Source: an optimization exercise on an open RTL-to-GDS flow (aim: small area, a short achievable clock period and few clock cycles per item). Production flows keep margins and buffers that such runs may drop. Only simulation tests tie the RTL to the original design; equivalence was not proved.

==> flow/design.v <==
module dvn_sha256 (
    input  wire         clk,
    input  wire         rst,         
    input  wire         in_valid,
    output wire         in_ready,
    input  wire [31:0]  in_data,
    input  wire         in_first,    
    output wire         out_valid,
    output wire [255:0] digest
);
    localparam [31:0] IV0 = 32'h6a09e667, IV1 = 32'hbb67ae85,
                      IV2 = 32'h3c6ef372, IV3 = 32'ha54ff53a,
                      IV4 = 32'h510e527f, IV5 = 32'h9b05688c,
                      IV6 = 32'h1f83d9ab, IV7 = 32'h5be0cd19;
    reg  [3:0]  ph;           
    reg  [1:0]  q;            
    reg         run;          
    reg         fresh;        
    reg  [3:0]  wcnt;         
    reg         pend_first;   
    reg         cur_first;    
    reg         rdy_q;
    reg         done_q;
    reg  [5:0]  kidx;         
    reg  [31:0] w [0:15];
    reg  [31:0] a, b, c, d, e, f, g, h;
    reg  [31:0] ha0, ha1, ha2, ha3;    
    reg  [31:0] he0, he1, he2, he3;    
    wire accept  = in_valid & rdy_q;
    wire q3      = (q == 2'd3);
    wire ph15    = (ph == 4'd15);
    reg  last;        
    reg  add_en;      
    reg  ld_iv;       
    reg  fold_h;      
    reg  fold_iv;     
    wire slot_ok = ~run | q3;                      
    wire start_if = (wcnt == 4'd15);
    wire start   = accept & start_if;
    wire       run_na = run & ~last;
    wire       run_a  = start_if | run_na;
    wire       run_n  = accept ? run_a : run_na;
    wire [1:0] q_n    = (run & ph15) ? q + 2'd1 : q;    
    wire [3:0] ph_inc = ph + 4'd1;
    wire [3:0] ph_n   = fresh ? {3'd0, accept} : ph_inc;
    wire [3:0] wcnt_a = wcnt + 4'd1;                    
    wire [3:0] wcnt_n = accept ? wcnt_a : wcnt;
    wire       fresh_n = fresh & ~accept;
    wire       rdy_a  = ~start_if & (wcnt_a == ph_inc) & (~run_na | (q_n == 2'd3));
    wire       rdy_na = fresh | ((wcnt == ph_inc) & (~run_na | (q_n == 2'd3)));
    wire       rdy_n  = accept ? rdy_a : rdy_na;
    always @(posedge clk) begin
        if (rst) begin
            ph     <= 4'd0;
            q      <= 2'd0;
            run    <= 1'b0;
            fresh  <= 1'b1;
            wcnt   <= 4'd0;
            rdy_q  <= 1'b1;
            done_q <= 1'b0;
            last   <= 1'b0;
            add_en <= 1'b0;
            ld_iv  <= 1'b0;
            fold_h <= 1'b0;
            fold_iv <= 1'b0;
        end else begin
            ph     <= ph_n;
            q      <= q_n;
            run    <= run_n;
            fresh  <= fresh_n;
            wcnt   <= wcnt_n;
            rdy_q  <= rdy_n;
            done_q <= last;
            last   <= run & q3 & (ph == 4'd14);
            add_en <= run & q3 & ((ph == 4'd12) | (ph == 4'd13) | (ph == 4'd14));
            ld_iv  <= (ph == 4'd14) & slot_ok & (wcnt != 4'd0) & pend_first;
            fold_h <= run & q3 & (ph == 4'd14) & ~cur_first;
            fold_iv <= run & q3 & (ph == 4'd14) & cur_first;
        end
    end
    always @(posedge clk) begin
        if (accept && wcnt == 4'd0)
            pend_first <= in_first;
        if (start)
            cur_first <= pend_first;
        kidx <= {((run & (ph == 4'd14)) ? q + 2'd1 : q_n), ph + 4'd2};
    end
    assign in_ready  = rdy_q;
    assign out_valid = done_q;
    localparam [2047:0] KTAB = {
        32'hc67178f2, 32'hbef9a3f7, 32'ha4506ceb, 32'h90befffa,
        32'h8cc70208, 32'h84c87814, 32'h78a5636f, 32'h748f82ee,
        32'h682e6ff3, 32'h5b9cca4f, 32'h4ed8aa4a, 32'h391c0cb3,
        32'h34b0bcb5, 32'h2748774c, 32'h1e376c08, 32'h19a4c116,
        32'h106aa070, 32'hf40e3585, 32'hd6990624, 32'hd192e819,
        32'hc76c51a3, 32'hc24b8b70, 32'ha81a664b, 32'ha2bfe8a1,
        32'h92722c85, 32'h81c2c92e, 32'h766a0abb, 32'h650a7354,
        32'h53380d13, 32'h4d2c6dfc, 32'h2e1b2138, 32'h27b70a85,
        32'h14292967, 32'h06ca6351, 32'hd5a79147, 32'hc6e00bf3,
        32'hbf597fc7, 32'hb00327c8, 32'ha831c66d, 32'h983e5152,
        32'h76f988da, 32'h5cb0a9dc, 32'h4a7484aa, 32'h2de92c6f,
        32'h240ca1cc, 32'h0fc19dc6, 32'hefbe4786, 32'he49b69c1,
        32'hc19bf174, 32'h9bdc06a7, 32'h80deb1fe, 32'h72be5d74,
        32'h550c7dc3, 32'h243185be, 32'h12835b01, 32'hd807aa98,
        32'hab1c5ed5, 32'h923f82a4, 32'h59f111f1, 32'h3956c25b,
        32'he9b5dba5, 32'hb5c0fbcf, 32'h71374491, 32'h428a2f98};
    wire [31:0] k_t = KTAB[{kidx, 5'd0} +: 32];
    wire [31:0] big_s0 = {a[1:0], a[31:2]} ^ {a[12:0], a[31:13]} ^ {a[21:0], a[31:22]};
    wire [31:0] big_s1 = {e[5:0], e[31:6]} ^ {e[10:0], e[31:11]} ^ {e[24:0], e[31:25]};
    wire [31:0] ch     = (e & f) ^ (~e & g);
    wire [31:0] maj    = (a & b) | (c & (a | b));
    wire [31:0] fold_a = ({32{fold_h}} & ha1) | ({32{fold_iv}} & IV0);
    wire [31:0] fold_e = ({32{fold_h}} & he1) | ({32{fold_iv}} & IV4);
    reg  [31:0] hkw;
    wire [31:0] r1s = hkw ^ big_s1 ^ ch;
    wire [31:0] r1c = {((hkw & big_s1) | (ch & (hkw | big_s1))), 1'b0};
    wire [31:0] p1s = big_s0 ^ maj ^ fold_a;
    wire [31:0] p1c = {((big_s0 & maj) | (fold_a & (big_s0 | maj))), 1'b0};
    wire [31:0] a2s = r1s ^ r1c ^ p1s;
    wire [31:0] a2c = {((r1s & r1c) | (p1s & (r1s | r1c))), 1'b0};
    wire [31:0] a3s = a2s ^ a2c ^ p1c;
    wire [31:0] a3c = {((a2s & a2c) | (p1c & (a2s | a2c))), 1'b0};
    wire [31:0] a_rnd = a3s + a3c;
    wire [31:0] e2s = r1s ^ r1c ^ d;
    wire [31:0] e2c = {((r1s & r1c) | (d & (r1s | r1c))), 1'b0};
    wire [31:0] e3s = e2s ^ e2c ^ fold_e;
    wire [31:0] e3c = {((e2s & e2c) | (fold_e & (e2s | e2c))), 1'b0};
    wire [31:0] e_rnd = e3s + e3c;
    wire [31:0] sml_s0 = {w[1][6:0], w[1][31:7]} ^ {w[1][17:0], w[1][31:18]} ^ {3'b0, w[1][31:3]};
    wire [31:0] sml_s1 = {w[14][16:0], w[14][31:17]} ^ {w[14][18:0], w[14][31:19]} ^ {10'b0, w[14][31:10]};
    wire [31:0] w_next = sml_s1 + w[9] + sml_s0 + w[0];
    wire [31:0] in_word = {in_data[7:0], in_data[15:8], in_data[23:16], in_data[31:24]};
    integer i;
    always @(posedge clk) begin
        for (i = 0; i < 15; i = i + 1)
            w[i] <= w[i + 1];
        if (run & ~q3)
            w[15] <= w_next;
        else if (accept)
            w[15] <= in_word;
        else
            w[15] <= w[0];
    end
    wire [31:0] iv_a = ph[1] ? (ph[0] ? IV1 : IV2) : IV3;    
    wire [31:0] iv_e = ph[1] ? (ph[0] ? IV5 : IV6) : IV7;
    wire [31:0] opa1 = (add_en & cur_first) ? iv_a : ha0;
    wire [31:0] ope1 = (add_en & cur_first) ? iv_e : he0;
    wire [31:0] sum_a = opa1 + ({32{add_en}} & a);
    wire [31:0] sum_e = ope1 + ({32{add_en}} & e);
    always @(posedge clk) begin
        ha0 <= last ? a_rnd : ha1;
        ha1 <= ha2;
        ha2 <= ha3;
        ha3 <= sum_a;
        he0 <= last ? e_rnd : he1;
        he1 <= he2;
        he2 <= he3;
        he3 <= sum_e;
    end
    wire [31:0] h_nx = ld_iv ? IV7 : (last ? he2 : g);
    always @(posedge clk) begin
        if (ld_iv) begin
            a <= IV0; b <= IV1; c <= IV2; d <= IV3;
            e <= IV4; f <= IV5; g <= IV6;
        end else begin
            a <= run ? a_rnd : h;
            e <= run ? e_rnd : d;
            if (last) begin
                b <= sum_a; c <= ha3; d <= ha2;
                f <= sum_e; g <= he3;
            end else begin
                b <= a; c <= b; d <= c;
                f <= e; g <= f;
            end
        end
        h   <= h_nx;
        hkw <= h_nx + k_t + w[1];
    end
    wire [31:0] hw0 = ha0, hw1 = ha3, hw2 = ha2, hw3 = ha1;
    wire [31:0] hw4 = he0, hw5 = he3, hw6 = he2, hw7 = he1;
    assign digest = {
        hw7[7:0], hw7[15:8], hw7[23:16], hw7[31:24],
        hw6[7:0], hw6[15:8], hw6[23:16], hw6[31:24],
        hw5[7:0], hw5[15:8], hw5[23:16], hw5[31:24],
        hw4[7:0], hw4[15:8], hw4[23:16], hw4[31:24],
        hw3[7:0], hw3[15:8], hw3[23:16], hw3[31:24],
        hw2[7:0], hw2[15:8], hw2[23:16], hw2[31:24],
        hw1[7:0], hw1[15:8], hw1[23:16], hw1[31:24],
        hw0[7:0], hw0[15:8], hw0[23:16], hw0[31:24]};
endmodule
==> flow/config.mk <==
export PLATFORM = sky130hd
export DESIGN_NAME = dvn_sha256
export DESIGN_NICKNAME = dvn_sha256
export VERILOG_FILES = /design/flow/design.v
export SDC_FILE = /design/flow/constraint.sdc
export NUM_CORES = 4
export LEC_CHECK = 0
export CAP_MARGIN = 20
export CORE_MARGIN = 2
export CORE_UTILIZATION = 50
export CTS_CLUSTER_DIAMETER = 80
export CTS_CLUSTER_SIZE = 30
export SLEW_MARGIN = 20
==> flow/constraint.sdc <==
create_clock -name core_clock -period 20.0 [get_ports {clk}]
set_input_delay 4.0000 -clock core_clock [delete_from_list [all_inputs] [get_ports {clk}]]
set_output_delay 4.0000 -clock core_clock [all_outputs]
set_load 0.01 [all_outputs]
standard.sh (not shown) runs the stock make flow with config.mk's settings and CLKGATE_MAP_FILE= SYNTH_SCRIPT=/design/flow/synth_recipe.tcl, a recipe that flattens the netlist after the stock synthesis.
==> flow/flow/run.sh <==
#!/bin/bash
set -euo pipefail
bash standard.sh SETUP_SLACK_MARGIN=${MARGIN:-14.5} \
  "BUFFER_PORTS_ARGS=-buffer_cell sky130_fd_sc_hd__buf_2" finish > flow.log 2>&1
The first run ran to the end with no violations.
Testbench counts at the start, summed over its fixed seeds: cycles 24,712, blocks 384.
Then changed:
Settings changed: CORE_UTILIZATION 50 to 56.
Result: The changed run produced a clean layout; first-iteration DRC count goes up slightly; final area goes down slightly; cell count goes down by a few percent; sequential share of layout area goes up by 0.22 points.
Then changed:
Settings changed: CORE_UTILIZATION 56 to 50, CTS_CLUSTER_DIAMETER 80 to not set, CTS_CLUSTER_SIZE 30 to not set.
Synthesized cell count stays the same.
Global-route usage decreases by 2.1 points.
Clock skew stays flat.
Cell count increases by 4.9%.
Critical path depth stays the same.
Synthesized area stays the same.

## afterwards: timing with drivers on the ports
The results above use ideal ports. As a check the final layouts listed here were re-extracted and re-timed, cells and wires unchanged.
Step 1 sets driving cells, clkbuf_16 on the clock port and buf_2 on the other inputs (assumed; they add their load-dependent delay and slew).
Step 2 also shifts input and output timing later by t, the mid clock arrival at the registers, as if the neighbouring blocks saw the same clock.
Three values: ideal ports, drivers, drivers and shift; two values: the first two.
| run | t, ns | setup WS [ns] | clock arrival spread, ns |
|---|---|---|---|
| the first run | 0.777 | 14.483 / 14.413 / 14.305 | 0.054 / 0.054 |
| the second run | 0.768 | 14.541 / 14.467 / 14.301 | 0.072 / 0.072 |
| the third run | 0.800 | 14.502 / 14.426 / 14.323 | 0.065 / 0.065 |
After both steps every run listed still meets setup and hold. The setup slack of the second run, which loses most, moves by -0.074 ns with the drivers and by -0.240 ns with both steps.
